This design comes from an exercise in tuning for small area and a short achievable clock period on the open sky130 flow, not from production work. Function was not checked in any run shown here: the RTL went through the layout flow alone. Power is estimated from default activity; no workload was simulated.

==> flow/design.v (outline; a module is shown in full before it is edited, if it fits) <==
// module le_fpu_rshift: 16 lines
// module le_fpu_norm: 17 lines
// module le_fpu_add31: 163 lines
// module le_fpu_inc24: 114 lines
// module le_fpu_inc32: 170 lines
// module le_fpu_add8: 37 lines
// module le_fpu_add32: 173 lines
// module le_fpu_add26: 127 lines
// module le_fpu_add22: 103 lines
// module le_fpu_pc: 11 lines
// module le_fpu_gc: 8 lines
// module le_fpu_ac: 7 lines
// module le_fpu_mul: 1231 lines
// module le_fpu_fa: 4 lines
// module le_fpu_ha: 4 lines
// module le_fpu_bpp: 3 lines
// module le_fpu: 326 lines
module le_fpu (
    input  wire        clk,
    input  wire        rst,         
    input  wire        in_valid,
    input  wire [31:0] in_insn,
    input  wire [31:0] in_a,        
    input  wire [31:0] in_b,        
    output reg         out_valid,
    output reg         out_fault,   
    output reg         out_wen,     
    output reg  [4:0]  out_rd,
    output reg  [31:0] out_data
);
  // ...
==> flow/flow/run.sh <==
#!/bin/bash
set -euo pipefail
export SETUP_SLACK_MARGIN=${SETUP_SLACK_MARGIN:-6}
export BUFFER_PORTS_ARGS="-buffer_cell sky130_fd_sc_hd__buf_2"
bash standard.sh > run.log 2>&1
==> flow/standard.sh <==
#!/bin/bash
# synth_recipe.tcl (not shown) runs the flow's synth.tcl, then flattens the netlist and writes it again
# the make line also repeats each setting of config.mk as NAME=value (left out here)
make -C /OpenROAD-flow-scripts/flow DESIGN_CONFIG=/design/flow/config.mk WORK_HOME=/design/flow/orfs CLKGATE_MAP_FILE= SYNTH_SCRIPT=/design/flow/synth_recipe.tcl "${@:-finish}"
==> flow/config.mk <==
export PLATFORM = sky130hd
export DESIGN_NAME = le_fpu
export DESIGN_NICKNAME = le_fpu
export VERILOG_FILES = /design/flow/design.v
export SDC_FILE = /design/flow/constraint.sdc
export NUM_CORES = 4
export LEC_CHECK = 0
export CAP_MARGIN = 20
export CORE_MARGIN = 2
export CORE_UTILIZATION = 45
export SLEW_MARGIN = 20
export SYNTH_HIERARCHICAL = 1
export SYNTH_MINIMUM_KEEP_SIZE = 0
==> flow/constraint.sdc <==
create_clock -name core_clock -period 16.0 [get_ports {clk}]
set_input_delay 3.2000 -clock core_clock [delete_from_list [all_inputs] [get_ports {clk}]]
set_output_delay 3.2000 -clock core_clock [all_outputs]
set_load 0.01 [all_outputs]
==> flow_metrics.env, run 1 <==
export IMPL_dp_cells=4855
export IMPL_regMostFlops="r_val"
export IMPL_cts_hold_buf=0
export IMPL_p_sw_mw=2.80
export IMPL_num_multi_input_gates=3432
export IMPL_multi_input_area_share_pct=84.1
export IMPL_cts_resized=139
export IMPL_top_layer_used="met5"
export IMPL_worstSetupStartpoint="in_a[8]"
export IMPL_status="no timing/DRC/antenna violations"
export IMPL_cts_setup_buffers=15
export IMPL_pwr_share_clk_pct=3.9
export IMPL_final_layout_size_suffix_gt1_share_pct=20.3
export IMPL_final_common_cell="xnor2_1"
export IMPL_tightest_slew_ps=1130
export IMPL_holdCritStartpoint="in_insn[21]"
export IMPL_vias=30839
export IMPL_place_hpwl_um=82000
export IMPL_buffer_area_share_pct=5.64
export IMPL_hold_end="r_rd[0]"
export IMPL_crit_buf_inv=4
export IMPL_pre_cts_slack_ps=4050
export IMPL_power_frac_comb_pct=88.8
export IMPL_std_cell_rows=101
export IMPL_cp_start_kind="primary input"
export IMPL_critical_path_class="primary input to flip-flop"
export IMPL_hold_class="primary input to flip-flop"
export IMPL_wl_met2_um=55300
export IMPL_wl_per_cell_um=24.8
==> run 2, diff against run 1 <==
--- a/flow/design.v
+++ b/flow/design.v
@@ -26,463 +26,16 @@
     wire        z2 = (n3[31:28] == 4'd0);
     wire [31:0] n2 = z2 ? {n3[27:0], 4'd0} : n3;
     wire        z1 = (n2[31:30] == 2'd0);
     wire [31:0] n1 = z1 ? {n2[29:0], 2'd0} : n2;
     wire        z0 = ~n1[31];
     assign n  = z0 ? {n1[30:0], 1'b0} : n1;
     assign lz = {z4, z3, z2, z1, z0};
 endmodule
-module le_fpu_add31 (
-    input  wire [30:0] x,
-    input  wire [30:0] y,
-    input  wire        cin,
-    output wire [30:0] s,
-    output wire        cout
-);
-    wire [30:0] p0 = x ^ y;
-    wire [30:0] g0 = x & y;
-    wire gc0 = g0[0] | (p0[0] & cin);
-    wire g1_1;
-    le_fpu_gc u_g1_1 (.gh(g0[1]), .ph(p0[1]), .gl(gc0), .g(g1_1));
-    wire g1_3, p1_3;
-    le_fpu_pc u_g1_3 (.gh(g0[3]), .ph(p0[3]), .gl(g0[2]), .pl(p0[2]), .g(g1_3), .p(p1_3));
-    wire g1_5, p1_5;
-    le_fpu_pc u_g1_5 (.gh(g0[5]), .ph(p0[5]), .gl(g0[4]), .pl(p0[4]), .g(g1_5), .p(p1_5));
-    wire g1_7, p1_7;
-    le_fpu_pc u_g1_7 (.gh(g0[7]), .ph(p0[7]), .gl(g0[6]), .pl(p0[6]), .g(g1_7), .p(p1_7));
-    wire g1_9, p1_9;
-    le_fpu_pc u_g1_9 (.gh(g0[9]), .ph(p0[9]), .gl(g0[8]), .pl(p0[8]), .g(g1_9), .p(p1_9));
-    wire g1_11, p1_11;
-    le_fpu_pc u_g1_11 (.gh(g0[11]), .ph(p0[11]), .gl(g0[10]), .pl(p0[10]), .g(g1_11), .p(p1_11));
-    wire g1_13, p1_13;
-    le_fpu_pc u_g1_13 (.gh(g0[13]), .ph(p0[13]), .gl(g0[12]), .pl(p0[12]), .g(g1_13), .p(p1_13));
-    wire g1_15, p1_15;
-    le_fpu_pc u_g1_15 (.gh(g0[15]), .ph(p0[15]), .gl(g0[14]), .pl(p0[14]), .g(g1_15), .p(p1_15));
-    wire g1_17, p1_17;
-    le_fpu_pc u_g1_17 (.gh(g0[17]), .ph(p0[17]), .gl(g0[16]), .pl(p0[16]), .g(g1_17), .p(p1_17));
-    wire g1_19, p1_19;
-    le_fpu_pc u_g1_19 (.gh(g0[19]), .ph(p0[19]), .gl(g0[18]), .pl(p0[18]), .g(g1_19), .p(p1_19));
-    wire g1_21, p1_21;
-    le_fpu_pc u_g1_21 (.gh(g0[21]), .ph(p0[21]), .gl(g0[20]), .pl(p0[20]), .g(g1_21), .p(p1_21));
-    wire g1_23, p1_23;
-    le_fpu_pc u_g1_23 (.gh(g0[23]), .ph(p0[23]), .gl(g0[22]), .pl(p0[22]), .g(g1_23), .p(p1_23));
-    wire g1_25, p1_25;
-    le_fpu_pc u_g1_25 (.gh(g0[25]), .ph(p0[25]), .gl(g0[24]), .pl(p0[24]), .g(g1_25), .p(p1_25));
-    wire g1_27, p1_27;
-    le_fpu_pc u_g1_27 (.gh(g0[27]), .ph(p0[27]), .gl(g0[26]), .pl(p0[26]), .g(g1_27), .p(p1_27));
-    wire g1_29, p1_29;
-    le_fpu_pc u_g1_29 (.gh(g0[29]), .ph(p0[29]), .gl(g0[28]), .pl(p0[28]), .g(g1_29), .p(p1_29));
-    wire g2_2;
-    le_fpu_gc u_g2_2 (.gh(g0[2]), .ph(p0[2]), .gl(g1_1), .g(g2_2));
-    wire g2_3;
-    le_fpu_gc u_g2_3 (.gh(g1_3), .ph(p1_3), .gl(g1_1), .g(g2_3));
-    wire g2_6, p2_6;
-    le_fpu_pc u_g2_6 (.gh(g0[6]), .ph(p0[6]), .gl(g1_5), .pl(p1_5), .g(g2_6), .p(p2_6));
-    wire g2_7, p2_7;
-    le_fpu_pc u_g2_7 (.gh(g1_7), .ph(p1_7), .gl(g1_5), .pl(p1_5), .g(g2_7), .p(p2_7));
-    wire g2_10, p2_10;
-    le_fpu_pc u_g2_10 (.gh(g0[10]), .ph(p0[10]), .gl(g1_9), .pl(p1_9), .g(g2_10), .p(p2_10));
-    wire g2_11, p2_11;
-    le_fpu_pc u_g2_11 (.gh(g1_11), .ph(p1_11), .gl(g1_9), .pl(p1_9), .g(g2_11), .p(p2_11));
-    wire g2_14, p2_14;
-    le_fpu_pc u_g2_14 (.gh(g0[14]), .ph(p0[14]), .gl(g1_13), .pl(p1_13), .g(g2_14), .p(p2_14));
-    wire g2_15, p2_15;
-    le_fpu_pc u_g2_15 (.gh(g1_15), .ph(p1_15), .gl(g1_13), .pl(p1_13), .g(g2_15), .p(p2_15));
-    wire g2_18, p2_18;
-    le_fpu_pc u_g2_18 (.gh(g0[18]), .ph(p0[18]), .gl(g1_17), .pl(p1_17), .g(g2_18), .p(p2_18));
-    wire g2_19, p2_19;
-    le_fpu_pc u_g2_19 (.gh(g1_19), .ph(p1_19), .gl(g1_17), .pl(p1_17), .g(g2_19), .p(p2_19));
-    wire g2_22, p2_22;
-    le_fpu_pc u_g2_22 (.gh(g0[22]), .ph(p0[22]), .gl(g1_21), .pl(p1_21), .g(g2_22), .p(p2_22));
-    wire g2_23, p2_23;
-    le_fpu_pc u_g2_23 (.gh(g1_23), .ph(p1_23), .gl(g1_21), .pl(p1_21), .g(g2_23), .p(p2_23));
-    wire g2_26, p2_26;
-    le_fpu_pc u_g2_26 (.gh(g0[26]), .ph(p0[26]), .gl(g1_25), .pl(p1_25), .g(g2_26), .p(p2_26));
-    wire g2_27, p2_27;
-    le_fpu_pc u_g2_27 (.gh(g1_27), .ph(p1_27), .gl(g1_25), .pl(p1_25), .g(g2_27), .p(p2_27));
-    wire g2_30, p2_30;
-    le_fpu_pc u_g2_30 (.gh(g0[30]), .ph(p0[30]), .gl(g1_29), .pl(p1_29), .g(g2_30), .p(p2_30));
-    wire g3_4;
-    le_fpu_gc u_g3_4 (.gh(g0[4]), .ph(p0[4]), .gl(g2_3), .g(g3_4));
-    wire g3_5;
-    le_fpu_gc u_g3_5 (.gh(g1_5), .ph(p1_5), .gl(g2_3), .g(g3_5));
-    wire g3_6;
-    le_fpu_gc u_g3_6 (.gh(g2_6), .ph(p2_6), .gl(g2_3), .g(g3_6));
-    wire g3_7;
-    le_fpu_gc u_g3_7 (.gh(g2_7), .ph(p2_7), .gl(g2_3), .g(g3_7));
-    wire g3_12, p3_12;
-    le_fpu_pc u_g3_12 (.gh(g0[12]), .ph(p0[12]), .gl(g2_11), .pl(p2_11), .g(g3_12), .p(p3_12));
-    wire g3_13, p3_13;
-    le_fpu_pc u_g3_13 (.gh(g1_13), .ph(p1_13), .gl(g2_11), .pl(p2_11), .g(g3_13), .p(p3_13));
-    wire g3_14, p3_14;
-    le_fpu_pc u_g3_14 (.gh(g2_14), .ph(p2_14), .gl(g2_11), .pl(p2_11), .g(g3_14), .p(p3_14));
-    wire g3_15, p3_15;
-    le_fpu_pc u_g3_15 (.gh(g2_15), .ph(p2_15), .gl(g2_11), .pl(p2_11), .g(g3_15), .p(p3_15));
-    wire g3_20, p3_20;
-    le_fpu_pc u_g3_20 (.gh(g0[20]), .ph(p0[20]), .gl(g2_19), .pl(p2_19), .g(g3_20), .p(p3_20));
-    wire g3_21, p3_21;
-    le_fpu_pc u_g3_21 (.gh(g1_21), .ph(p1_21), .gl(g2_19), .pl(p2_19), .g(g3_21), .p(p3_21));
-    wire g3_22, p3_22;
-    le_fpu_pc u_g3_22 (.gh(g2_22), .ph(p2_22), .gl(g2_19), .pl(p2_19), .g(g3_22), .p(p3_22));
-    wire g3_23, p3_23;
-    le_fpu_pc u_g3_23 (.gh(g2_23), .ph(p2_23), .gl(g2_19), .pl(p2_19), .g(g3_23), .p(p3_23));
-    wire g3_28, p3_28;
-    le_fpu_pc u_g3_28 (.gh(g0[28]), .ph(p0[28]), .gl(g2_27), .pl(p2_27), .g(g3_28), .p(p3_28));
-    wire g3_29, p3_29;
-    le_fpu_pc u_g3_29 (.gh(g1_29), .ph(p1_29), .gl(g2_27), .pl(p2_27), .g(g3_29), .p(p3_29));
-    wire g3_30, p3_30;
-    le_fpu_pc u_g3_30 (.gh(g2_30), .ph(p2_30), .gl(g2_27), .pl(p2_27), .g(g3_30), .p(p3_30));
-    wire g4_8;
-    le_fpu_gc u_g4_8 (.gh(g0[8]), .ph(p0[8]), .gl(g3_7), .g(g4_8));
-    wire g4_9;
-    le_fpu_gc u_g4_9 (.gh(g1_9), .ph(p1_9), .gl(g3_7), .g(g4_9));
-    wire g4_10;
-    le_fpu_gc u_g4_10 (.gh(g2_10), .ph(p2_10), .gl(g3_7), .g(g4_10));
-    wire g4_11;
-    le_fpu_gc u_g4_11 (.gh(g2_11), .ph(p2_11), .gl(g3_7), .g(g4_11));
-    wire g4_12;
-    le_fpu_gc u_g4_12 (.gh(g3_12), .ph(p3_12), .gl(g3_7), .g(g4_12));
-    wire g4_13;
-    le_fpu_gc u_g4_13 (.gh(g3_13), .ph(p3_13), .gl(g3_7), .g(g4_13));
-    wire g4_14;
-    le_fpu_gc u_g4_14 (.gh(g3_14), .ph(p3_14), .gl(g3_7), .g(g4_14));
-    wire g4_15;
-    le_fpu_gc u_g4_15 (.gh(g3_15), .ph(p3_15), .gl(g3_7), .g(g4_15));
-    wire g4_24, p4_24;
-    le_fpu_pc u_g4_24 (.gh(g0[24]), .ph(p0[24]), .gl(g3_23), .pl(p3_23), .g(g4_24), .p(p4_24));
-    wire g4_25, p4_25;
-    le_fpu_pc u_g4_25 (.gh(g1_25), .ph(p1_25), .gl(g3_23), .pl(p3_23), .g(g4_25), .p(p4_25));
-    wire g4_26, p4_26;
-    le_fpu_pc u_g4_26 (.gh(g2_26), .ph(p2_26), .gl(g3_23), .pl(p3_23), .g(g4_26), .p(p4_26));
-    wire g4_27, p4_27;
-    le_fpu_pc u_g4_27 (.gh(g2_27), .ph(p2_27), .gl(g3_23), .pl(p3_23), .g(g4_27), .p(p4_27));
-    wire g4_28, p4_28;
-    le_fpu_pc u_g4_28 (.gh(g3_28), .ph(p3_28), .gl(g3_23), .pl(p3_23), .g(g4_28), .p(p4_28));
-    wire g4_29, p4_29;
-    le_fpu_pc u_g4_29 (.gh(g3_29), .ph(p3_29), .gl(g3_23), .pl(p3_23), .g(g4_29), .p(p4_29));
-    wire g4_30, p4_30;
-    le_fpu_pc u_g4_30 (.gh(g3_30), .ph(p3_30), .gl(g3_23), .pl(p3_23), .g(g4_30), .p(p4_30));
-    wire g5_16;
-    le_fpu_gc u_g5_16 (.gh(g0[16]), .ph(p0[16]), .gl(g4_15), .g(g5_16));
-    wire g5_17;
-    le_fpu_gc u_g5_17 (.gh(g1_17), .ph(p1_17), .gl(g4_15), .g(g5_17));
-    wire g5_18;
-    le_fpu_gc u_g5_18 (.gh(g2_18), .ph(p2_18), .gl(g4_15), .g(g5_18));
-    wire g5_19;
-    le_fpu_gc u_g5_19 (.gh(g2_19), .ph(p2_19), .gl(g4_15), .g(g5_19));
-    wire g5_20;
-    le_fpu_gc u_g5_20 (.gh(g3_20), .ph(p3_20), .gl(g4_15), .g(g5_20));
-    wire g5_21;
-    le_fpu_gc u_g5_21 (.gh(g3_21), .ph(p3_21), .gl(g4_15), .g(g5_21));
-    wire g5_22;
-    le_fpu_gc u_g5_22 (.gh(g3_22), .ph(p3_22), .gl(g4_15), .g(g5_22));
-    wire g5_23;
-    le_fpu_gc u_g5_23 (.gh(g3_23), .ph(p3_23), .gl(g4_15), .g(g5_23));
-    wire g5_24;
-    le_fpu_gc u_g5_24 (.gh(g4_24), .ph(p4_24), .gl(g4_15), .g(g5_24));
-    wire g5_25;
-    le_fpu_gc u_g5_25 (.gh(g4_25), .ph(p4_25), .gl(g4_15), .g(g5_25));
-    wire g5_26;
-    le_fpu_gc u_g5_26 (.gh(g4_26), .ph(p4_26), .gl(g4_15), .g(g5_26));
-    wire g5_27;
-    le_fpu_gc u_g5_27 (.gh(g4_27), .ph(p4_27), .gl(g4_15), .g(g5_27));
-    wire g5_28;
-    le_fpu_gc u_g5_28 (.gh(g4_28), .ph(p4_28), .gl(g4_15), .g(g5_28));
-    wire g5_29;
-    le_fpu_gc u_g5_29 (.gh(g4_29), .ph(p4_29), .gl(g4_15), .g(g5_29));
-    wire g5_30;
-    le_fpu_gc u_g5_30 (.gh(g4_30), .ph(p4_30), .gl(g4_15), .g(g5_30));
-    assign s = p0 ^ {g5_29, g5_28, g5_27, g5_26, g5_25, g5_24, g5_23, g5_22, g5_21, g5_20, g5_19, g5_18, g5_17, g5_16, g4_15, g4_14, g4_13, g4_12, g4_11, g4_10, g4_9, g4_8, g3_7, g3_6, g3_5, g3_4, g2_3, g2_2, g1_1, gc0, cin};
-    assign cout = g5_30;
-endmodule
-module le_fpu_inc24 (
-    input  wire [23:0] x,
-    input  wire        cin,
-    output wire [23:0] s,
-    output wire        cout
-);
-    wire p1_1;
-    le_fpu_ac u_p1_1 (.a(x[1]), .b(x[0]), .y(p1_1));
-    wire p1_3;
-    le_fpu_ac u_p1_3 (.a(x[3]), .b(x[2]), .y(p1_3));
-    wire p1_5;
-    le_fpu_ac u_p1_5 (.a(x[5]), .b(x[4]), .y(p1_5));
-    wire p1_7;
-    le_fpu_ac u_p1_7 (.a(x[7]), .b(x[6]), .y(p1_7));
-    wire p1_9;
-    le_fpu_ac u_p1_9 (.a(x[9]), .b(x[8]), .y(p1_9));
-    wire p1_11;
-    le_fpu_ac u_p1_11 (.a(x[11]), .b(x[10]), .y(p1_11));
-    wire p1_13;
-    le_fpu_ac u_p1_13 (.a(x[13]), .b(x[12]), .y(p1_13));
-    wire p1_15;
-    le_fpu_ac u_p1_15 (.a(x[15]), .b(x[14]), .y(p1_15));
-    wire p1_17;
-    le_fpu_ac u_p1_17 (.a(x[17]), .b(x[16]), .y(p1_17));
-    wire p1_19;
-    le_fpu_ac u_p1_19 (.a(x[19]), .b(x[18]), .y(p1_19));
-    wire p1_21;
-    le_fpu_ac u_p1_21 (.a(x[21]), .b(x[20]), .y(p1_21));
-    wire p1_23;
-    le_fpu_ac u_p1_23 (.a(x[23]), .b(x[22]), .y(p1_23));
-    wire p2_2;
-    le_fpu_ac u_p2_2 (.a(x[2]), .b(p1_1), .y(p2_2));
-    wire p2_3;
-    le_fpu_ac u_p2_3 (.a(p1_3), .b(p1_1), .y(p2_3));
-    wire p2_6;
-    le_fpu_ac u_p2_6 (.a(x[6]), .b(p1_5), .y(p2_6));
-    wire p2_7;
-    le_fpu_ac u_p2_7 (.a(p1_7), .b(p1_5), .y(p2_7));
-    wire p2_10;
-    le_fpu_ac u_p2_10 (.a(x[10]), .b(p1_9), .y(p2_10));
-    wire p2_11;
-    le_fpu_ac u_p2_11 (.a(p1_11), .b(p1_9), .y(p2_11));
-    wire p2_14;
-    le_fpu_ac u_p2_14 (.a(x[14]), .b(p1_13), .y(p2_14));
-    wire p2_15;
-    le_fpu_ac u_p2_15 (.a(p1_15), .b(p1_13), .y(p2_15));
-    wire p2_18;
-    le_fpu_ac u_p2_18 (.a(x[18]), .b(p1_17), .y(p2_18));
-    wire p2_19;
-    le_fpu_ac u_p2_19 (.a(p1_19), .b(p1_17), .y(p2_19));
-    wire p2_22;
-    le_fpu_ac u_p2_22 (.a(x[22]), .b(p1_21), .y(p2_22));
-    wire p2_23;
-    le_fpu_ac u_p2_23 (.a(p1_23), .b(p1_21), .y(p2_23));
-    wire p3_4;
-    le_fpu_ac u_p3_4 (.a(x[4]), .b(p2_3), .y(p3_4));
-    wire p3_5;
-    le_fpu_ac u_p3_5 (.a(p1_5), .b(p2_3), .y(p3_5));
-    wire p3_6;
-    le_fpu_ac u_p3_6 (.a(p2_6), .b(p2_3), .y(p3_6));
-    wire p3_7;
-    le_fpu_ac u_p3_7 (.a(p2_7), .b(p2_3), .y(p3_7));
-    wire p3_12;
-    le_fpu_ac u_p3_12 (.a(x[12]), .b(p2_11), .y(p3_12));
-    wire p3_13;
-    le_fpu_ac u_p3_13 (.a(p1_13), .b(p2_11), .y(p3_13));
-    wire p3_14;
-    le_fpu_ac u_p3_14 (.a(p2_14), .b(p2_11), .y(p3_14));
-    wire p3_15;
-    le_fpu_ac u_p3_15 (.a(p2_15), .b(p2_11), .y(p3_15));
-    wire p3_20;
-    le_fpu_ac u_p3_20 (.a(x[20]), .b(p2_19), .y(p3_20));
-    wire p3_21;
-    le_fpu_ac u_p3_21 (.a(p1_21), .b(p2_19), .y(p3_21));
-    wire p3_22;
-    le_fpu_ac u_p3_22 (.a(p2_22), .b(p2_19), .y(p3_22));
-    wire p3_23;
-    le_fpu_ac u_p3_23 (.a(p2_23), .b(p2_19), .y(p3_23));
-    wire p4_8;
-    le_fpu_ac u_p4_8 (.a(x[8]), .b(p3_7), .y(p4_8));
-    wire p4_9;
-    le_fpu_ac u_p4_9 (.a(p1_9), .b(p3_7), .y(p4_9));
-    wire p4_10;
-    le_fpu_ac u_p4_10 (.a(p2_10), .b(p3_7), .y(p4_10));
-    wire p4_11;
-    le_fpu_ac u_p4_11 (.a(p2_11), .b(p3_7), .y(p4_11));
-    wire p4_12;
-    le_fpu_ac u_p4_12 (.a(p3_12), .b(p3_7), .y(p4_12));
-    wire p4_13;
-    le_fpu_ac u_p4_13 (.a(p3_13), .b(p3_7), .y(p4_13));
-    wire p4_14;
-    le_fpu_ac u_p4_14 (.a(p3_14), .b(p3_7), .y(p4_14));
-    wire p4_15;
-    le_fpu_ac u_p4_15 (.a(p3_15), .b(p3_7), .y(p4_15));
-    wire p5_16;
-    le_fpu_ac u_p5_16 (.a(x[16]), .b(p4_15), .y(p5_16));
-    wire p5_17;
-    le_fpu_ac u_p5_17 (.a(p1_17), .b(p4_15), .y(p5_17));
-    wire p5_18;
-    le_fpu_ac u_p5_18 (.a(p2_18), .b(p4_15), .y(p5_18));
-    wire p5_19;
-    le_fpu_ac u_p5_19 (.a(p2_19), .b(p4_15), .y(p5_19));
-    wire p5_20;
-    le_fpu_ac u_p5_20 (.a(p3_20), .b(p4_15), .y(p5_20));
-    wire p5_21;
-    le_fpu_ac u_p5_21 (.a(p3_21), .b(p4_15), .y(p5_21));
-    wire p5_22;
-    le_fpu_ac u_p5_22 (.a(p3_22), .b(p4_15), .y(p5_22));
-    wire p5_23;
-    le_fpu_ac u_p5_23 (.a(p3_23), .b(p4_15), .y(p5_23));
-    wire [23:0] c = {p5_22, p5_21, p5_20, p5_19, p5_18, p5_17, p5_16, p4_15, p4_14, p4_13, p4_12, p4_11, p4_10, p4_9, p4_8, p3_7, p3_6, p3_5, p3_4, p2_3, p2_2, p1_1, x[0], 1'b1} & {24{cin}};
-    assign s = x ^ c;
-    assign cout = cin & p5_23;
-endmodule
-module le_fpu_inc32 (
-    input  wire [31:0] x,
-    input  wire        cin,
-    output wire [31:0] s,
-    output wire        cout
-);
-    wire p1_1;
-    le_fpu_ac u_p1_1 (.a(x[1]), .b(x[0]), .y(p1_1));
-    wire p1_3;
-    le_fpu_ac u_p1_3 (.a(x[3]), .b(x[2]), .y(p1_3));
-    wire p1_5;
-    le_fpu_ac u_p1_5 (.a(x[5]), .b(x[4]), .y(p1_5));
-    wire p1_7;
-    le_fpu_ac u_p1_7 (.a(x[7]), .b(x[6]), .y(p1_7));
-    wire p1_9;
-    le_fpu_ac u_p1_9 (.a(x[9]), .b(x[8]), .y(p1_9));
-    wire p1_11;
-    le_fpu_ac u_p1_11 (.a(x[11]), .b(x[10]), .y(p1_11));
-    wire p1_13;
-    le_fpu_ac u_p1_13 (.a(x[13]), .b(x[12]), .y(p1_13));
-    wire p1_15;
-    le_fpu_ac u_p1_15 (.a(x[15]), .b(x[14]), .y(p1_15));
-    wire p1_17;
-    le_fpu_ac u_p1_17 (.a(x[17]), .b(x[16]), .y(p1_17));
-    wire p1_19;
-    le_fpu_ac u_p1_19 (.a(x[19]), .b(x[18]), .y(p1_19));
-    wire p1_21;
-    le_fpu_ac u_p1_21 (.a(x[21]), .b(x[20]), .y(p1_21));
-    wire p1_23;
-    le_fpu_ac u_p1_23 (.a(x[23]), .b(x[22]), .y(p1_23));
-    wire p1_25;
-    le_fpu_ac u_p1_25 (.a(x[25]), .b(x[24]), .y(p1_25));
-    wire p1_27;
-    le_fpu_ac u_p1_27 (.a(x[27]), .b(x[26]), .y(p1_27));
-    wire p1_29;
-    le_fpu_ac u_p1_29 (.a(x[29]), .b(x[28]), .y(p1_29));
-    wire p1_31;
-    le_fpu_ac u_p1_31 (.a(x[31]), .b(x[30]), .y(p1_31));
-    wire p2_2;
-    le_fpu_ac u_p2_2 (.a(x[2]), .b(p1_1), .y(p2_2));
-    wire p2_3;
-    le_fpu_ac u_p2_3 (.a(p1_3), .b(p1_1), .y(p2_3));
-    wire p2_6;
-    le_fpu_ac u_p2_6 (.a(x[6]), .b(p1_5), .y(p2_6));
-    wire p2_7;
-    le_fpu_ac u_p2_7 (.a(p1_7), .b(p1_5), .y(p2_7));
-    wire p2_10;
-    le_fpu_ac u_p2_10 (.a(x[10]), .b(p1_9), .y(p2_10));
-    wire p2_11;
-    le_fpu_ac u_p2_11 (.a(p1_11), .b(p1_9), .y(p2_11));
-    wire p2_14;
-    le_fpu_ac u_p2_14 (.a(x[14]), .b(p1_13), .y(p2_14));
-    wire p2_15;
-    le_fpu_ac u_p2_15 (.a(p1_15), .b(p1_13), .y(p2_15));
-    wire p2_18;
-    le_fpu_ac u_p2_18 (.a(x[18]), .b(p1_17), .y(p2_18));
-    wire p2_19;
-    le_fpu_ac u_p2_19 (.a(p1_19), .b(p1_17), .y(p2_19));
-    wire p2_22;
-    le_fpu_ac u_p2_22 (.a(x[22]), .b(p1_21), .y(p2_22));
-    wire p2_23;
-    le_fpu_ac u_p2_23 (.a(p1_23), .b(p1_21), .y(p2_23));
-    wire p2_26;
-    le_fpu_ac u_p2_26 (.a(x[26]), .b(p1_25), .y(p2_26));
-    wire p2_27;
-    le_fpu_ac u_p2_27 (.a(p1_27), .b(p1_25), .y(p2_27));
-    wire p2_30;
-    le_fpu_ac u_p2_30 (.a(x[30]), .b(p1_29), .y(p2_30));
-    wire p2_31;
-    le_fpu_ac u_p2_31 (.a(p1_31), .b(p1_29), .y(p2_31));
-    wire p3_4;
-    le_fpu_ac u_p3_4 (.a(x[4]), .b(p2_3), .y(p3_4));
-    wire p3_5;
-    le_fpu_ac u_p3_5 (.a(p1_5), .b(p2_3), .y(p3_5));
-    wire p3_6;
-    le_fpu_ac u_p3_6 (.a(p2_6), .b(p2_3), .y(p3_6));
-    wire p3_7;
-    le_fpu_ac u_p3_7 (.a(p2_7), .b(p2_3), .y(p3_7));
-    wire p3_12;
-    le_fpu_ac u_p3_12 (.a(x[12]), .b(p2_11), .y(p3_12));
-    wire p3_13;
-    le_fpu_ac u_p3_13 (.a(p1_13), .b(p2_11), .y(p3_13));
-    wire p3_14;
-    le_fpu_ac u_p3_14 (.a(p2_14), .b(p2_11), .y(p3_14));
-    wire p3_15;
-    le_fpu_ac u_p3_15 (.a(p2_15), .b(p2_11), .y(p3_15));
-    wire p3_20;
-    le_fpu_ac u_p3_20 (.a(x[20]), .b(p2_19), .y(p3_20));
-    wire p3_21;
-    le_fpu_ac u_p3_21 (.a(p1_21), .b(p2_19), .y(p3_21));
-    wire p3_22;
-    le_fpu_ac u_p3_22 (.a(p2_22), .b(p2_19), .y(p3_22));
-    wire p3_23;
-    le_fpu_ac u_p3_23 (.a(p2_23), .b(p2_19), .y(p3_23));
-    wire p3_28;
-    le_fpu_ac u_p3_28 (.a(x[28]), .b(p2_27), .y(p3_28));
-    wire p3_29;
-    le_fpu_ac u_p3_29 (.a(p1_29), .b(p2_27), .y(p3_29));
-    wire p3_30;
-    le_fpu_ac u_p3_30 (.a(p2_30), .b(p2_27), .y(p3_30));
-    wire p3_31;
-    le_fpu_ac u_p3_31 (.a(p2_31), .b(p2_27), .y(p3_31));
-    wire p4_8;
-    le_fpu_ac u_p4_8 (.a(x[8]), .b(p3_7), .y(p4_8));
-    wire p4_9;
-    le_fpu_ac u_p4_9 (.a(p1_9), .b(p3_7), .y(p4_9));
-    wire p4_10;
-    le_fpu_ac u_p4_10 (.a(p2_10), .b(p3_7), .y(p4_10));
-    wire p4_11;
-    le_fpu_ac u_p4_11 (.a(p2_11), .b(p3_7), .y(p4_11));
-    wire p4_12;
-    le_fpu_ac u_p4_12 (.a(p3_12), .b(p3_7), .y(p4_12));
-    wire p4_13;
-    le_fpu_ac u_p4_13 (.a(p3_13), .b(p3_7), .y(p4_13));
-    wire p4_14;
-    le_fpu_ac u_p4_14 (.a(p3_14), .b(p3_7), .y(p4_14));
-    wire p4_15;
-    le_fpu_ac u_p4_15 (.a(p3_15), .b(p3_7), .y(p4_15));
-    wire p4_24;
-    le_fpu_ac u_p4_24 (.a(x[24]), .b(p3_23), .y(p4_24));
-    wire p4_25;
-    le_fpu_ac u_p4_25 (.a(p1_25), .b(p3_23), .y(p4_25));
-    wire p4_26;
-    le_fpu_ac u_p4_26 (.a(p2_26), .b(p3_23), .y(p4_26));
-    wire p4_27;
-    le_fpu_ac u_p4_27 (.a(p2_27), .b(p3_23), .y(p4_27));
-    wire p4_28;
-    le_fpu_ac u_p4_28 (.a(p3_28), .b(p3_23), .y(p4_28));
-    wire p4_29;
-    le_fpu_ac u_p4_29 (.a(p3_29), .b(p3_23), .y(p4_29));
-    wire p4_30;
-    le_fpu_ac u_p4_30 (.a(p3_30), .b(p3_23), .y(p4_30));
-    wire p4_31;
-    le_fpu_ac u_p4_31 (.a(p3_31), .b(p3_23), .y(p4_31));
-    wire p5_16;
-    le_fpu_ac u_p5_16 (.a(x[16]), .b(p4_15), .y(p5_16));
-    wire p5_17;
-    le_fpu_ac u_p5_17 (.a(p1_17), .b(p4_15), .y(p5_17));
-    wire p5_18;
-    le_fpu_ac u_p5_18 (.a(p2_18), .b(p4_15), .y(p5_18));
-    wire p5_19;
-    le_fpu_ac u_p5_19 (.a(p2_19), .b(p4_15), .y(p5_19));
-    wire p5_20;
-    le_fpu_ac u_p5_20 (.a(p3_20), .b(p4_15), .y(p5_20));
-    wire p5_21;
-    le_fpu_ac u_p5_21 (.a(p3_21), .b(p4_15), .y(p5_21));
-    wire p5_22;
-    le_fpu_ac u_p5_22 (.a(p3_22), .b(p4_15), .y(p5_22));
-    wire p5_23;
-    le_fpu_ac u_p5_23 (.a(p3_23), .b(p4_15), .y(p5_23));
-    wire p5_24;
-    le_fpu_ac u_p5_24 (.a(p4_24), .b(p4_15), .y(p5_24));
-    wire p5_25;
-    le_fpu_ac u_p5_25 (.a(p4_25), .b(p4_15), .y(p5_25));
-    wire p5_26;
-    le_fpu_ac u_p5_26 (.a(p4_26), .b(p4_15), .y(p5_26));
-    wire p5_27;
-    le_fpu_ac u_p5_27 (.a(p4_27), .b(p4_15), .y(p5_27));
-    wire p5_28;
-    le_fpu_ac u_p5_28 (.a(p4_28), .b(p4_15), .y(p5_28));
-    wire p5_29;
-    le_fpu_ac u_p5_29 (.a(p4_29), .b(p4_15), .y(p5_29));
-    wire p5_30;
-    le_fpu_ac u_p5_30 (.a(p4_30), .b(p4_15), .y(p5_30));
-    wire p5_31;
-    le_fpu_ac u_p5_31 (.a(p4_31), .b(p4_15), .y(p5_31));
-    wire [31:0] c = {p5_30, p5_29, p5_28, p5_27, p5_26, p5_25, p5_24, p5_23, p5_22, p5_21, p5_20, p5_19, p5_18, p5_17, p5_16, p4_15, p4_14, p4_13, p4_12, p4_11, p4_10, p4_9, p4_8, p3_7, p3_6, p3_5, p3_4, p2_3, p2_2, p1_1, x[0], 1'b1} & {32{cin}};
-    assign s = x ^ c;
-    assign cout = cin & p5_31;
-endmodule
 module le_fpu_add8 (
     input  wire [7:0] x,
     input  wire [7:0] y,
     input  wire        cin,
     output wire [7:0] s,
     output wire        cout
 );
     wire [7:0] p0 = x ^ y;
@@ -683,28 +236,27 @@
     le_fpu_gc u_g5_29 (.gh(g4_29), .ph(p4_29), .gl(g4_15), .g(g5_29));
     wire g5_30;
     le_fpu_gc u_g5_30 (.gh(g4_30), .ph(p4_30), .gl(g4_15), .g(g5_30));
     wire g5_31;
     le_fpu_gc u_g5_31 (.gh(g4_31), .ph(p4_31), .gl(g4_15), .g(g5_31));
     assign s = p0 ^ {g5_30, g5_29, g5_28, g5_27, g5_26, g5_25, g5_24, g5_23, g5_22, g5_21, g5_20, g5_19, g5_18, g5_17, g5_16, g4_15, g4_14, g4_13, g4_12, g4_11, g4_10, g4_9, g4_8, g3_7, g3_6, g3_5, g3_4, g2_3, g2_2, g1_1, gc0, cin};
     assign cout = g5_31;
 endmodule
-module le_fpu_add26 (
+module le_fpu_add26l (
     input  wire [25:0] x,
     input  wire [25:0] y,
     input  wire        cin,
     output wire [25:0] s,
     output wire        cout
 );
     wire [25:0] p0 = x ^ y;
     wire [25:0] g0 = x & y;
-    wire gc0 = g0[0] | (p0[0] & cin);
-    wire g1_1;
-    le_fpu_gc u_g1_1 (.gh(g0[1]), .ph(p0[1]), .gl(gc0), .g(g1_1));
+    wire g1_1, p1_1;
+    le_fpu_pc u_g1_1 (.gh(g0[1]), .ph(p0[1]), .gl(g0[0]), .pl(p0[0]), .g(g1_1), .p(p1_1));
     wire g1_3, p1_3;
     le_fpu_pc u_g1_3 (.gh(g0[3]), .ph(p0[3]), .gl(g0[2]), .pl(p0[2]), .g(g1_3), .p(p1_3));
     wire g1_5, p1_5;
     le_fpu_pc u_g1_5 (.gh(g0[5]), .ph(p0[5]), .gl(g0[4]), .pl(p0[4]), .g(g1_5), .p(p1_5));
     wire g1_7, p1_7;
     le_fpu_pc u_g1_7 (.gh(g0[7]), .ph(p0[7]), .gl(g0[6]), .pl(p0[6]), .g(g1_7), .p(p1_7));
     wire g1_9, p1_9;
     le_fpu_pc u_g1_9 (.gh(g0[9]), .ph(p0[9]), .gl(g0[8]), .pl(p0[8]), .g(g1_9), .p(p1_9));
@@ -719,20 +271,20 @@
     wire g1_19, p1_19;
     le_fpu_pc u_g1_19 (.gh(g0[19]), .ph(p0[19]), .gl(g0[18]), .pl(p0[18]), .g(g1_19), .p(p1_19));
     wire g1_21, p1_21;
     le_fpu_pc u_g1_21 (.gh(g0[21]), .ph(p0[21]), .gl(g0[20]), .pl(p0[20]), .g(g1_21), .p(p1_21));
     wire g1_23, p1_23;
     le_fpu_pc u_g1_23 (.gh(g0[23]), .ph(p0[23]), .gl(g0[22]), .pl(p0[22]), .g(g1_23), .p(p1_23));
     wire g1_25, p1_25;
     le_fpu_pc u_g1_25 (.gh(g0[25]), .ph(p0[25]), .gl(g0[24]), .pl(p0[24]), .g(g1_25), .p(p1_25));
-    wire g2_2;
-    le_fpu_gc u_g2_2 (.gh(g0[2]), .ph(p0[2]), .gl(g1_1), .g(g2_2));
-    wire g2_3;
-    le_fpu_gc u_g2_3 (.gh(g1_3), .ph(p1_3), .gl(g1_1), .g(g2_3));
+    wire g2_2, p2_2;
+    le_fpu_pc u_g2_2 (.gh(g0[2]), .ph(p0[2]), .gl(g1_1), .pl(p1_1), .g(g2_2), .p(p2_2));
+    wire g2_3, p2_3;
+    le_fpu_pc u_g2_3 (.gh(g1_3), .ph(p1_3), .gl(g1_1), .pl(p1_1), .g(g2_3), .p(p2_3));
     wire g2_6, p2_6;
     le_fpu_pc u_g2_6 (.gh(g0[6]), .ph(p0[6]), .gl(g1_5), .pl(p1_5), .g(g2_6), .p(p2_6));
     wire g2_7, p2_7;
     le_fpu_pc u_g2_7 (.gh(g1_7), .ph(p1_7), .gl(g1_5), .pl(p1_5), .g(g2_7), .p(p2_7));
     wire g2_10, p2_10;
     le_fpu_pc u_g2_10 (.gh(g0[10]), .ph(p0[10]), .gl(g1_9), .pl(p1_9), .g(g2_10), .p(p2_10));
     wire g2_11, p2_11;
     le_fpu_pc u_g2_11 (.gh(g1_11), .ph(p1_11), .gl(g1_9), .pl(p1_9), .g(g2_11), .p(p2_11));
@@ -743,82 +295,134 @@
     wire g2_18, p2_18;
     le_fpu_pc u_g2_18 (.gh(g0[18]), .ph(p0[18]), .gl(g1_17), .pl(p1_17), .g(g2_18), .p(p2_18));
     wire g2_19, p2_19;
     le_fpu_pc u_g2_19 (.gh(g1_19), .ph(p1_19), .gl(g1_17), .pl(p1_17), .g(g2_19), .p(p2_19));
     wire g2_22, p2_22;
     le_fpu_pc u_g2_22 (.gh(g0[22]), .ph(p0[22]), .gl(g1_21), .pl(p1_21), .g(g2_22), .p(p2_22));
     wire g2_23, p2_23;
     le_fpu_pc u_g2_23 (.gh(g1_23), .ph(p1_23), .gl(g1_21), .pl(p1_21), .g(g2_23), .p(p2_23));
-    wire g3_4;
-    le_fpu_gc u_g3_4 (.gh(g0[4]), .ph(p0[4]), .gl(g2_3), .g(g3_4));
-    wire g3_5;
-    le_fpu_gc u_g3_5 (.gh(g1_5), .ph(p1_5), .gl(g2_3), .g(g3_5));
-    wire g3_6;
-    le_fpu_gc u_g3_6 (.gh(g2_6), .ph(p2_6), .gl(g2_3), .g(g3_6));
-    wire g3_7;
-    le_fpu_gc u_g3_7 (.gh(g2_7), .ph(p2_7), .gl(g2_3), .g(g3_7));
+    wire g3_4, p3_4;
+    le_fpu_pc u_g3_4 (.gh(g0[4]), .ph(p0[4]), .gl(g2_3), .pl(p2_3), .g(g3_4), .p(p3_4));
+    wire g3_5, p3_5;
+    le_fpu_pc u_g3_5 (.gh(g1_5), .ph(p1_5), .gl(g2_3), .pl(p2_3), .g(g3_5), .p(p3_5));
+    wire g3_6, p3_6;
+    le_fpu_pc u_g3_6 (.gh(g2_6), .ph(p2_6), .gl(g2_3), .pl(p2_3), .g(g3_6), .p(p3_6));
+    wire g3_7, p3_7;
+    le_fpu_pc u_g3_7 (.gh(g2_7), .ph(p2_7), .gl(g2_3), .pl(p2_3), .g(g3_7), .p(p3_7));
     wire g3_12, p3_12;
     le_fpu_pc u_g3_12 (.gh(g0[12]), .ph(p0[12]), .gl(g2_11), .pl(p2_11), .g(g3_12), .p(p3_12));
     wire g3_13, p3_13;
     le_fpu_pc u_g3_13 (.gh(g1_13), .ph(p1_13), .gl(g2_11), .pl(p2_11), .g(g3_13), .p(p3_13));
     wire g3_14, p3_14;
     le_fpu_pc u_g3_14 (.gh(g2_14), .ph(p2_14), .gl(g2_11), .pl(p2_11), .g(g3_14), .p(p3_14));
     wire g3_15, p3_15;
     le_fpu_pc u_g3_15 (.gh(g2_15), .ph(p2_15), .gl(g2_11), .pl(p2_11), .g(g3_15), .p(p3_15));
     wire g3_20, p3_20;
     le_fpu_pc u_g3_20 (.gh(g0[20]), .ph(p0[20]), .gl(g2_19), .pl(p2_19), .g(g3_20), .p(p3_20));
     wire g3_21, p3_21;
     le_fpu_pc u_g3_21 (.gh(g1_21), .ph(p1_21), .gl(g2_19), .pl(p2_19), .g(g3_21), .p(p3_21));
     wire g3_22, p3_22;
     le_fpu_pc u_g3_22 (.gh(g2_22), .ph(p2_22), .gl(g2_19), .pl(p2_19), .g(g3_22), .p(p3_22));
     wire g3_23, p3_23;
     le_fpu_pc u_g3_23 (.gh(g2_23), .ph(p2_23), .gl(g2_19), .pl(p2_19), .g(g3_23), .p(p3_23));
-    wire g4_8;
-    le_fpu_gc u_g4_8 (.gh(g0[8]), .ph(p0[8]), .gl(g3_7), .g(g4_8));
-    wire g4_9;
-    le_fpu_gc u_g4_9 (.gh(g1_9), .ph(p1_9), .gl(g3_7), .g(g4_9));
-    wire g4_10;
-    le_fpu_gc u_g4_10 (.gh(g2_10), .ph(p2_10), .gl(g3_7), .g(g4_10));
-    wire g4_11;
-    le_fpu_gc u_g4_11 (.gh(g2_11), .ph(p2_11), .gl(g3_7), .g(g4_11));
-    wire g4_12;
-    le_fpu_gc u_g4_12 (.gh(g3_12), .ph(p3_12), .gl(g3_7), .g(g4_12));
-    wire g4_13;
-    le_fpu_gc u_g4_13 (.gh(g3_13), .ph(p3_13), .gl(g3_7), .g(g4_13));
-    wire g4_14;
-    le_fpu_gc u_g4_14 (.gh(g3_14), .ph(p3_14), .gl(g3_7), .g(g4_14));
-    wire g4_15;
-    le_fpu_gc u_g4_15 (.gh(g3_15), .ph(p3_15), .gl(g3_7), .g(g4_15));
+    wire g4_8, p4_8;
+    le_fpu_pc u_g4_8 (.gh(g0[8]), .ph(p0[8]), .gl(g3_7), .pl(p3_7), .g(g4_8), .p(p4_8));
+    wire g4_9, p4_9;
+    le_fpu_pc u_g4_9 (.gh(g1_9), .ph(p1_9), .gl(g3_7), .pl(p3_7), .g(g4_9), .p(p4_9));
+    wire g4_10, p4_10;
+    le_fpu_pc u_g4_10 (.gh(g2_10), .ph(p2_10), .gl(g3_7), .pl(p3_7), .g(g4_10), .p(p4_10));
+    wire g4_11, p4_11;
+    le_fpu_pc u_g4_11 (.gh(g2_11), .ph(p2_11), .gl(g3_7), .pl(p3_7), .g(g4_11), .p(p4_11));
+    wire g4_12, p4_12;
+    le_fpu_pc u_g4_12 (.gh(g3_12), .ph(p3_12), .gl(g3_7), .pl(p3_7), .g(g4_12), .p(p4_12));
+    wire g4_13, p4_13;
+    le_fpu_pc u_g4_13 (.gh(g3_13), .ph(p3_13), .gl(g3_7), .pl(p3_7), .g(g4_13), .p(p4_13));
+    wire g4_14, p4_14;
+    le_fpu_pc u_g4_14 (.gh(g3_14), .ph(p3_14), .gl(g3_7), .pl(p3_7), .g(g4_14), .p(p4_14));
+    wire g4_15, p4_15;
+    le_fpu_pc u_g4_15 (.gh(g3_15), .ph(p3_15), .gl(g3_7), .pl(p3_7), .g(g4_15), .p(p4_15));
     wire g4_24, p4_24;
     le_fpu_pc u_g4_24 (.gh(g0[24]), .ph(p0[24]), .gl(g3_23), .pl(p3_23), .g(g4_24), .p(p4_24));
     wire g4_25, p4_25;
     le_fpu_pc u_g4_25 (.gh(g1_25), .ph(p1_25), .gl(g3_23), .pl(p3_23), .g(g4_25), .p(p4_25));
-    wire g5_16;
-    le_fpu_gc u_g5_16 (.gh(g0[16]), .ph(p0[16]), .gl(g4_15), .g(g5_16));
-    wire g5_17;
-    le_fpu_gc u_g5_17 (.gh(g1_17), .ph(p1_17), .gl(g4_15), .g(g5_17));
-    wire g5_18;
-    le_fpu_gc u_g5_18 (.gh(g2_18), .ph(p2_18), .gl(g4_15), .g(g5_18));
-    wire g5_19;
-    le_fpu_gc u_g5_19 (.gh(g2_19), .ph(p2_19), .gl(g4_15), .g(g5_19));
-    wire g5_20;
-    le_fpu_gc u_g5_20 (.gh(g3_20), .ph(p3_20), .gl(g4_15), .g(g5_20));
-    wire g5_21;
-    le_fpu_gc u_g5_21 (.gh(g3_21), .ph(p3_21), .gl(g4_15), .g(g5_21));
-    wire g5_22;
-    le_fpu_gc u_g5_22 (.gh(g3_22), .ph(p3_22), .gl(g4_15), .g(g5_22));
-    wire g5_23;
-    le_fpu_gc u_g5_23 (.gh(g3_23), .ph(p3_23), .gl(g4_15), .g(g5_23));
-    wire g5_24;
-    le_fpu_gc u_g5_24 (.gh(g4_24), .ph(p4_24), .gl(g4_15), .g(g5_24));
-    wire g5_25;
-    le_fpu_gc u_g5_25 (.gh(g4_25), .ph(p4_25), .gl(g4_15), .g(g5_25));
-    assign s = p0 ^ {g5_24, g5_23, g5_22, g5_21, g5_20, g5_19, g5_18, g5_17, g5_16, g4_15, g4_14, g4_13, g4_12, g4_11, g4_10, g4_9, g4_8, g3_7, g3_6, g3_5, g3_4, g2_3, g2_2, g1_1, gc0, cin};
-    assign cout = g5_25;
+    wire g5_16, p5_16;
+    le_fpu_pc u_g5_16 (.gh(g0[16]), .ph(p0[16]), .gl(g4_15), .pl(p4_15), .g(g5_16), .p(p5_16));
+    wire g5_17, p5_17;
+    le_fpu_pc u_g5_17 (.gh(g1_17), .ph(p1_17), .gl(g4_15), .pl(p4_15), .g(g5_17), .p(p5_17));
+    wire g5_18, p5_18;
+    le_fpu_pc u_g5_18 (.gh(g2_18), .ph(p2_18), .gl(g4_15), .pl(p4_15), .g(g5_18), .p(p5_18));
+    wire g5_19, p5_19;
+    le_fpu_pc u_g5_19 (.gh(g2_19), .ph(p2_19), .gl(g4_15), .pl(p4_15), .g(g5_19), .p(p5_19));
+    wire g5_20, p5_20;
+    le_fpu_pc u_g5_20 (.gh(g3_20), .ph(p3_20), .gl(g4_15), .pl(p4_15), .g(g5_20), .p(p5_20));
+    wire g5_21, p5_21;
+    le_fpu_pc u_g5_21 (.gh(g3_21), .ph(p3_21), .gl(g4_15), .pl(p4_15), .g(g5_21), .p(p5_21));
+    wire g5_22, p5_22;
+    le_fpu_pc u_g5_22 (.gh(g3_22), .ph(p3_22), .gl(g4_15), .pl(p4_15), .g(g5_22), .p(p5_22));
+    wire g5_23, p5_23;
+    le_fpu_pc u_g5_23 (.gh(g3_23), .ph(p3_23), .gl(g4_15), .pl(p4_15), .g(g5_23), .p(p5_23));
+    wire g5_24, p5_24;
+    le_fpu_pc u_g5_24 (.gh(g4_24), .ph(p4_24), .gl(g4_15), .pl(p4_15), .g(g5_24), .p(p5_24));
+    wire g5_25, p5_25;
+    le_fpu_pc u_g5_25 (.gh(g4_25), .ph(p4_25), .gl(g4_15), .pl(p4_15), .g(g5_25), .p(p5_25));
+    wire c1;
+    le_fpu_gc u_c1 (.gh(g0[0]), .ph(p0[0]), .gl(cin), .g(c1));
+    wire c2;
+    le_fpu_gc u_c2 (.gh(g1_1), .ph(p1_1), .gl(cin), .g(c2));
+    wire c3;
+    le_fpu_gc u_c3 (.gh(g2_2), .ph(p2_2), .gl(cin), .g(c3));
+    wire c4;
+    le_fpu_gc u_c4 (.gh(g2_3), .ph(p2_3), .gl(cin), .g(c4));
+    wire c5;
+    le_fpu_gc u_c5 (.gh(g3_4), .ph(p3_4), .gl(cin), .g(c5));
+    wire c6;
+    le_fpu_gc u_c6 (.gh(g3_5), .ph(p3_5), .gl(cin), .g(c6));
+    wire c7;
+    le_fpu_gc u_c7 (.gh(g3_6), .ph(p3_6), .gl(cin), .g(c7));
+    wire c8;
+    le_fpu_gc u_c8 (.gh(g3_7), .ph(p3_7), .gl(cin), .g(c8));
+    wire c9;
+    le_fpu_gc u_c9 (.gh(g4_8), .ph(p4_8), .gl(cin), .g(c9));
+    wire c10;
+    le_fpu_gc u_c10 (.gh(g4_9), .ph(p4_9), .gl(cin), .g(c10));
+    wire c11;
+    le_fpu_gc u_c11 (.gh(g4_10), .ph(p4_10), .gl(cin), .g(c11));
+    wire c12;
+    le_fpu_gc u_c12 (.gh(g4_11), .ph(p4_11), .gl(cin), .g(c12));
+    wire c13;
+    le_fpu_gc u_c13 (.gh(g4_12), .ph(p4_12), .gl(cin), .g(c13));
+    wire c14;
+    le_fpu_gc u_c14 (.gh(g4_13), .ph(p4_13), .gl(cin), .g(c14));
+    wire c15;
+    le_fpu_gc u_c15 (.gh(g4_14), .ph(p4_14), .gl(cin), .g(c15));
+    wire c16;
+    le_fpu_gc u_c16 (.gh(g4_15), .ph(p4_15), .gl(cin), .g(c16));
+    wire c17;
+    le_fpu_gc u_c17 (.gh(g5_16), .ph(p5_16), .gl(cin), .g(c17));
+    wire c18;
+    le_fpu_gc u_c18 (.gh(g5_17), .ph(p5_17), .gl(cin), .g(c18));
+    wire c19;
+    le_fpu_gc u_c19 (.gh(g5_18), .ph(p5_18), .gl(cin), .g(c19));
+    wire c20;
+    le_fpu_gc u_c20 (.gh(g5_19), .ph(p5_19), .gl(cin), .g(c20));
+    wire c21;
+    le_fpu_gc u_c21 (.gh(g5_20), .ph(p5_20), .gl(cin), .g(c21));
+    wire c22;
+    le_fpu_gc u_c22 (.gh(g5_21), .ph(p5_21), .gl(cin), .g(c22));
+    wire c23;
+    le_fpu_gc u_c23 (.gh(g5_22), .ph(p5_22), .gl(cin), .g(c23));
+    wire c24;
+    le_fpu_gc u_c24 (.gh(g5_23), .ph(p5_23), .gl(cin), .g(c24));
+    wire c25;
+    le_fpu_gc u_c25 (.gh(g5_24), .ph(p5_24), .gl(cin), .g(c25));
+    wire c26;
+    le_fpu_gc u_c26 (.gh(g5_25), .ph(p5_25), .gl(cin), .g(c26));
+    assign s = p0 ^ {c25, c24, c23, c22, c21, c20, c19, c18, c17, c16, c15, c14, c13, c12, c11, c10, c9, c8, c7, c6, c5, c4, c3, c2, c1, cin};
+    assign cout = c26;
 endmodule
 module le_fpu_add22 (
     input  wire [21:0] x,
     input  wire [21:0] y,
     input  wire        cin,
     output wire [21:0] s,
     output wire        cout
 );
@@ -932,23 +536,16 @@
 module le_fpu_gc (
     input  wire gh,
     input  wire ph,
     input  wire gl,
     output wire g
 );
     assign g = gh | (ph & gl);
 endmodule
-module le_fpu_ac (
-    input  wire a,
-    input  wire b,
-    output wire y
-);
-    assign y = a & b;
-endmodule
 module le_fpu_mul (
     input  wire [23:0] a,
     input  wire [23:0] b,
     output wire [47:0] s,
     output wire [47:0] c
 );
     wire n1 = b[0] ^ 1'b0;
     wire n2 = (b[1] & ~b[0] & ~1'b0) | (~b[1] & b[0] & 1'b0);
@@ -2240,25 +1837,17 @@
     wire        sb = in_b[31];
     wire [7:0]  eb = in_b[30:23];
     wire [22:0] fb = in_b[22:0];
     wire        b_zero = (eb == 8'd0);
     wire        b_emax = (eb == 8'hFF);
     wire        b_fnz  = (fb != 23'd0);
     wire        b_inf  = b_emax & ~b_fnz;
     wire        b_nan  = b_emax & b_fnz;
-    wire [30:0] cmp_d;
-    wire        a_ge;
-    le_fpu_add31 u_cmp (
-        .x   (in_a[30:0]),
-        .y   (~in_b[30:0]),
-        .cin (1'b1),
-        .s   (cmp_d),
-        .cout(a_ge)
-    );
+    wire a_ge = (in_a[30:0] >= in_b[30:0]);
     wire a_eq = (in_a[30:0] == in_b[30:0]);
     wire        sb_eff  = sb ^ f_sub;
     wire        eff_sub = sa ^ sb_eff;
     wire        sel_a   = ~f_add | ~a_ge;
     wire        z_sel   = sel_a ? a_zero : b_zero;
     wire [22:0] f_sel   = sel_a ? fa : fb;
     wire [31:0] s_in    = f_cif ? in_a : {1'b0, ~z_sel, f_sel & {23{~z_sel}}, 7'd0};
     wire [7:0]  d_ab, d_ba;
@@ -2317,16 +1906,25 @@
     wire        mul_cy;
     le_fpu_add22 u_mul_lo (
         .x   (mul_s[21:0]),
         .y   (mul_c[21:0]),
         .cin (1'b0),
         .s   (mul_lo),
         .cout(mul_cy)
     );
+    wire [25:0] mul_hi;
+    wire        mul_hi_co;
+    le_fpu_add26l u_mul_hi (
+        .x   (mul_s[47:22]),
+        .y   (mul_c[47:22]),
+        .cin (mul_cy),
+        .s   (mul_hi),
+        .cout(mul_hi_co)
+    );
     wire [21:0] mul_t  = mul_s[21:0] ^ mul_c[21:0];
     wire [21:0] mul_o  = {mul_s[20:0] | mul_c[20:0], 1'b0};
     wire        mul_st = (mul_t != mul_o);
     wire mag_a_ge = b_zero | (~a_zero & a_ge);
     wire mag_a_le = a_zero | (~b_zero & (~a_ge | a_eq));
     wire a_le_b = (sa & ~sb) | (~sa & ~sb & mag_a_le) | (sa & sb & mag_a_ge);
     wire a_ge_b = (~sa & sb) | (~sa & ~sb & mag_a_ge) | (sa & sb & mag_a_le);
     wire pick_a = ~f_mm | b_nan | (~a_nan & (f_min ? a_le_b : a_ge_b));
@@ -2359,17 +1957,17 @@
             end else if (a_zero & b_zero) begin
                 c_zero = 1'b1;
                 c_sign = sa & sb_eff;
             end else
                 c_rnd = 1'b1;
         end else if (f_mul) begin
             c_sign = sa ^ sb;
             c_exp  = {2'd0, ea} + {2'd0, eb} - 10'd126;
-            c_val  = {mul_s[47:22], mul_cy, mul_st, 4'd0};
+            c_val  = {mul_hi, 1'b0, mul_st, 4'd0};
             if (a_nan | b_nan | (a_inf & b_zero) | (b_inf & a_zero))
                 c_nan = 1'b1;
             else if (a_inf | b_inf)
                 c_inf = 1'b1;
             else if (a_zero | b_zero)
                 c_zero = 1'b1;
             else
                 c_rnd = 1'b1;
@@ -2387,17 +1985,16 @@
                 c_sign = 1'b0;
             end else if (a_inf | cvt_sat)
                 c_sat = 1'b1;
         end
     end
     reg        r_rnd, r_sign, r_nan, r_inf, r_zero, r_sat, r_cfi, r_inc, r_mul;
     reg [9:0]  r_exp;
     reg [31:0] r_val;
-    reg [25:0] r_mc;                     
     reg        r_valid, r_fault, r_wen;
     reg [4:0]  r_rd;
     always @(posedge clk) begin
         if (rst)
             r_valid <= 1'b0;
         else
             r_valid <= in_valid;
     end
@@ -2411,91 +2008,48 @@
         r_inf   <= c_inf;
         r_zero  <= c_zero;
         r_sat   <= c_sat;
         r_cfi   <= c_cfi;
         r_inc   <= c_inc;
         r_mul   <= c_mul;
         r_exp   <= c_exp;
         r_val   <= c_val;
-        r_mc    <= mul_c[47:22];
     end
     wire [31:0] nz;
     wire [4:0]  lz_n;
     le_fpu_norm u_norm (
         .x (r_val),
         .n (nz),
         .lz(lz_n)
     );
-    wire [25:0] mp;
-    wire        mp_co;
-    le_fpu_add26 u_mul_hi (
-        .x   (r_val[31:6]),
-        .y   (r_mc),
-        .cin (r_val[5]),
-        .s   (mp),
-        .cout(mp_co)
-    );
+    wire [25:0] mp   = r_val[31:6];
     wire [31:0] nm   = mp[25] ? {mp, r_val[4], 5'd0} : {mp[24:0], r_val[4], 6'd0};
     wire [31:0] nn   = r_mul ? nm : nz;
+    wire [4:0]  lz   = r_mul ? {4'd0, ~mp[25]} : lz_n;
     wire        g_n  = nn[7];
     wire        s_n  = (nn[6:0] != 7'd0);
     wire        up   = g_n & (s_n | nn[8]);
-    wire [23:0] m_r;
-    wire        cy;                          
-    le_fpu_inc24 u_round (
-        .x   (nn[31:8]),
-        .cin (up),
-        .s   (m_r),
-        .cout(cy)
-    );
-    wire [7:0]  ex1 = r_exp[7:0] + 8'd1;
-    wire [7:0]  ef0, ef1;
-    wire        ef0_co, ef1_co;
-    le_fpu_add8 u_ef0 (
-        .x   (r_exp[7:0]),
-        .y   (~{3'd0, lz_n}),
-        .cin (1'b1),
-        .s   (ef0),
-        .cout(ef0_co)
-    );
-    le_fpu_add8 u_ef1 (
-        .x   (ex1),
-        .y   (~{3'd0, lz_n}),
-        .cin (1'b1),
-        .s   (ef1),
-        .cout(ef1_co)
-    );
-    wire [7:0]  em0 = r_exp[7:0] - 8'd1;
-    wire [7:0]  e_out = r_mul ? (mp[25] ? (cy ? ex1 : r_exp[7:0]) : (cy ? r_exp[7:0] : em0))
-                              : (cy ? ef1 : ef0);
+    wire [24:0] m_r  = {1'b0, nn[31:8]} + {24'd0, up};
+    wire        cy   = m_r[24];                  
+    wire signed [9:0] e0 = $signed(r_exp) - $signed({5'd0, lz});
+    wire [7:0]  e_out = cy ? (e0[7:0] + 8'd1) : e0[7:0];
     wire        ex_ge255 = ($signed(r_exp) >= 10'sd255);
     wire        ex_ge256 = ($signed(r_exp) >= 10'sd256);
     wire        ex_eq254 = (r_exp == 10'd254);
     wire        ex_eq255 = (r_exp == 10'd255);
     wire        top1 = r_mul ? mp[25] : r_val[31];
     wire        top2 = r_mul | r_val[30];
     wire        ovf = top1 ? (ex_ge255 | (cy & ex_eq254))
                     : (top2 & (ex_ge256 | (cy & ex_eq255)));
     wire        ex_neg = r_exp[9];
     wire        ex_big = ~r_exp[9] & (r_exp[8:5] != 4'd0);
-    wire        ex_le0 = ex_neg | (r_exp == 10'd0);
-    wire        ex_le1 = ex_le0 | (r_exp == 10'd1);
-    wire        unf_f  = ex_neg | (~ex_big & (cy ? (r_exp[4:0] < lz_n) : (r_exp[4:0] <= lz_n)));
-    wire        unf_m  = mp[25] ? (cy ? ex_neg : ex_le0) : (cy ? ex_le0 : ex_le1);
-    wire        unf    = r_mul ? unf_m : unf_f;
+    wire        unf = ex_neg | (~ex_big & (cy ? (r_exp[4:0] < lz) : (r_exp[4:0] <= lz)));
     wire        val_zero = (r_val == 32'd0);
-    wire [31:0] cfi_r;
-    wire        cfi_co;
-    le_fpu_inc32 u_cfi (
-        .x   (r_val),
-        .cin (r_inc),
-        .s   (cfi_r),
-        .cout(cfi_co)
-    );
+    wire [31:0] cfi_r = r_val + {31'd0, r_inc};
     always @(*) begin
         out_valid = r_valid;
         out_fault = r_fault;
         out_wen   = r_wen;
         out_rd    = r_rd;
         if (r_nan)
             out_data = 32'h7FC0_0000;
         else if (r_inf | (r_rnd & ovf))
==> run 2 against run 1 <==
Largest power group unchanged; combinational power grew 81%; setup slack got worse by 260 ps; via count up 1.5%; sequential power decreased by 24%; flip-flop and latch count is 26 lower; routed wire length rose by 5.1%; sequential share of layout area fell by 1.5 points; worst hold slack gained 12 ps; core utilization grew 2.8 points; count of clock-buffer cells in the layout grew 2.
==> flow_metrics.env, run 2 <==
export IMPL_holdCritStartpoint="in_insn[24]"
export IMPL_grt_total_usage_pct=33.3
export IMPL_hold_end="r_rd[3]"
export IMPL_tightest_slew_ps=1180
export IMPL_total_power_mw=8.96
export IMPL_crit_buf_inv=6
export IMPL_max_slew_margin_pct=21.3
export IMPL_finalHoldViolCount=0
export IMPL_wl_per_cell_um=26.6
export IMPL_ctsHtreeMaxLevel=3
export IMPL_period_needed_ps=10140
export IMPL_largestRegisters="r_val: 32 flops, r_exp: 10 flops, r_rd: 5 flops"
export IMPL_powerDensity_nw_per_um2=241
export IMPL_status="no timing/DRC/antenna violations"
export IMPL_p_int_mw=3.81
export IMPL_final_layout_size_suffix_gt1_share_pct=23.7
export IMPL_largest_reg_flops=32
export IMPL_portBuffers=133
export IMPL_pre_cts_slack_ps=3990
export IMPL_critical_path_class="primary input to flip-flop"
export IMPL_grt_max_degree=70
export IMPL_grt_overflow=0
export IMPL_mostFrequentLayoutCells="388 x xnor2_1, 276 x a22oi_2, 270 x fa_1"
export IMPL_synthCells=3733
export IMPL_vias_per_cell=6.50
export IMPL_final_cells=4813
export IMPL_antenna_left=0
export IMPL_cts_tree="yes"
export IMPL_power_frac_comb_pct=94.7
export IMPL_report_final_setup_viol=0
export IMPL_whs_path_depth=1
export IMPL_synth_area_um2=32400
export IMPL_slew_viol_final=0
export IMPL_start_util_pct=45.4
export IMPL_yosysWarnings=8
export IMPL_worst_ep_required_time_ps=16130
export IMPL_critPathMaxStageDelay_ps=560
export IMPL_coreArea_um2=71400
export IMPL_cp_end_kind="flip-flop"
export IMPL_grt_pass1_vias=30581
export IMPL_p_sw_mw=5.16
export IMPL_switching_share_pct=57.5
export IMPL_clock_path_buffers=2
export IMPL_cts_root_buf="clkbuf_16"
export IMPL_grt_pass1_wl_um=191000
export IMPL_place_hpwl_um=82800
export IMPL_regMostFlops="r_val"
export IMPL_max_cap_viol_count=0
export IMPL_fin_ws_ps=5860
export IMPL_power_frac_seq_pct=3.3
export IMPL_avgSynthCellArea_um2=8.68
export IMPL_syn_to_final_growth_pct=14.5
export IMPL_cpLargestDelayFamily="compound AO/OA/AOI/OAI gates"
export IMPL_drc_errors=0
export IMPL_cp_start_kind="primary input"
export IMPL_cts_num_sinks=59
export IMPL_rsz0062_at_grt="true"
export IMPL_setup_tns_ps=0
export IMPL_antenna_found_initial=7
export IMPL_clk_pin_slew_ps=60
export IMPL_cp_arrival_ps=10270
export IMPL_leakagePower_nw=15.2
export IMPL_cp_max_fo=9
export IMPL_die_width_um=272
export IMPL_vias=31304
export IMPL_final_common_cell="xnor2_1"
export IMPL_place_congestion=0.976
export IMPL_die_y_um=272
export IMPL_drt_iter0_drc=3614
export IMPL_die_area_um2=74200
export IMPL_nNetsFinal=4428
export IMPL_dp_cells=4684
export IMPL_pwr_share_clk_pct=2.1
export IMPL_fmax_mhz=98.6
export IMPL_peakVddDrop_mv=0.588
export IMPL_std_cell_rows=98
export IMPL_post_route_period_util_pct=63.4
export IMPL_cpMaxStageDelayCell="or4b_4"
export IMPL_first_pass_iters=10
export IMPL_hold_class="primary input to flip-flop"
export IMPL_numCtsBuffers=9
export IMPL_wirelength_um=128000
export IMPL_ios=139
## run 2: what timing repair did
| action | CTS | global route |
|---|---|---|
| hold buffers | 0 | 0 |
| pin swaps | 33 | 70 |
| endpoints found under the hold margin | 0 | 0 |
| resized for setup | 266 | 190 |
| endpoints found under the setup margin | 55 | 48 |
| cloned | 19 | 4 |
| setup buffers | 45 | 44 |
## run 2: metal layers
metal	global-route usage, %	share of wire (%)
met5	0	0.093
met1	43.5	40
met3	7.77	11
met2	52.2	44
met4	14.8	4.9
## run 2: power by group through the flow
stage          logic, mW  clock network [mW]  registers, mW
3_5_place_dp        8.06                   0          0.288
4_1_cts             8.20               0.186          0.286
3_3_place_gp        8.00                   0          0.286
2_1_floorplan       6.43                   0          0.212
6_report            8.49               0.185          0.292
5_1_grt             9.15               0.192          0.292
## run 2: metrics by stage
step                instance area (um2)  util [%]  hold WS [ps]
finish                            37100      52.0          2970
global route                      37100      52.0          2970
CTS                               35900      50.3          2970
detailed placement                33700      47.2          3300
global placement                  33700      47.2          3300
floorplan                         32600         -          3230
## run 2: worst max path at each step
stage,depth (start not counted),slack [ps],to,from
after global routing,33,5720,r_val[23],in_b[10]
after detailed placement,31,3990,r_val[23],in_a[10]
final,33,5860,r_val[23],in_b[8]
after floorplan,21,6150,r_val[26],in_b[9]
after CTS,33,6000,r_val[24],in_a[30]
after global placement,31,4010,r_val[24],in_a[8]
## run 2: cell type report
class,instances,area (um2)
Antenna cell,1,2.50
Clock buffer,12,256
Clock inverter,4,25.0
Fill cell,6721,34200
Inverter,142,596
Multi-Input combinational cell,3313,30500
Sequential cell,59,1190
Tap cell,950,1190
Timing Repair Buffer,332,3370

port drivers added, routing unchanged:
In the flow no input, the clock included, has a driving cell. The finished layouts below were timed again as built, in two steps.
Step 1: set_driving_cell puts a clkbuf_16 on clk and a buf_2 on each other input, an assumption about the parent block.
Step 2, shift: input delay + t, output delay - t, t = (earliest + latest rising clock arrival at the registers) / 2. This alone moves slack from input paths to output paths.
a / b / c = ideal ports / drivers / drivers and shift; a / b = the first two.
| run | shift t [ns] | setup slack, ns | hold slack, ns | worst setup path after step 2 | worst register clock-pin slew, ns |
|---|---|---|---|---|---|
| run 1 | 0.389 | 6.120 / 6.152 / 5.763 | 2.957 / 2.928 / 3.317 | input to register | 0.07 / 0.07 |
| run 2 | 0.366 | 5.861 / 5.845 / 5.478 | 2.969 / 2.954 / 3.320 | input to register | 0.06 / 0.06 |
After both steps every run listed still meets setup and hold. For run 2, which loses most, drivers alone change the setup slack by -0.016 ns; drivers and shift together by -0.383 ns.
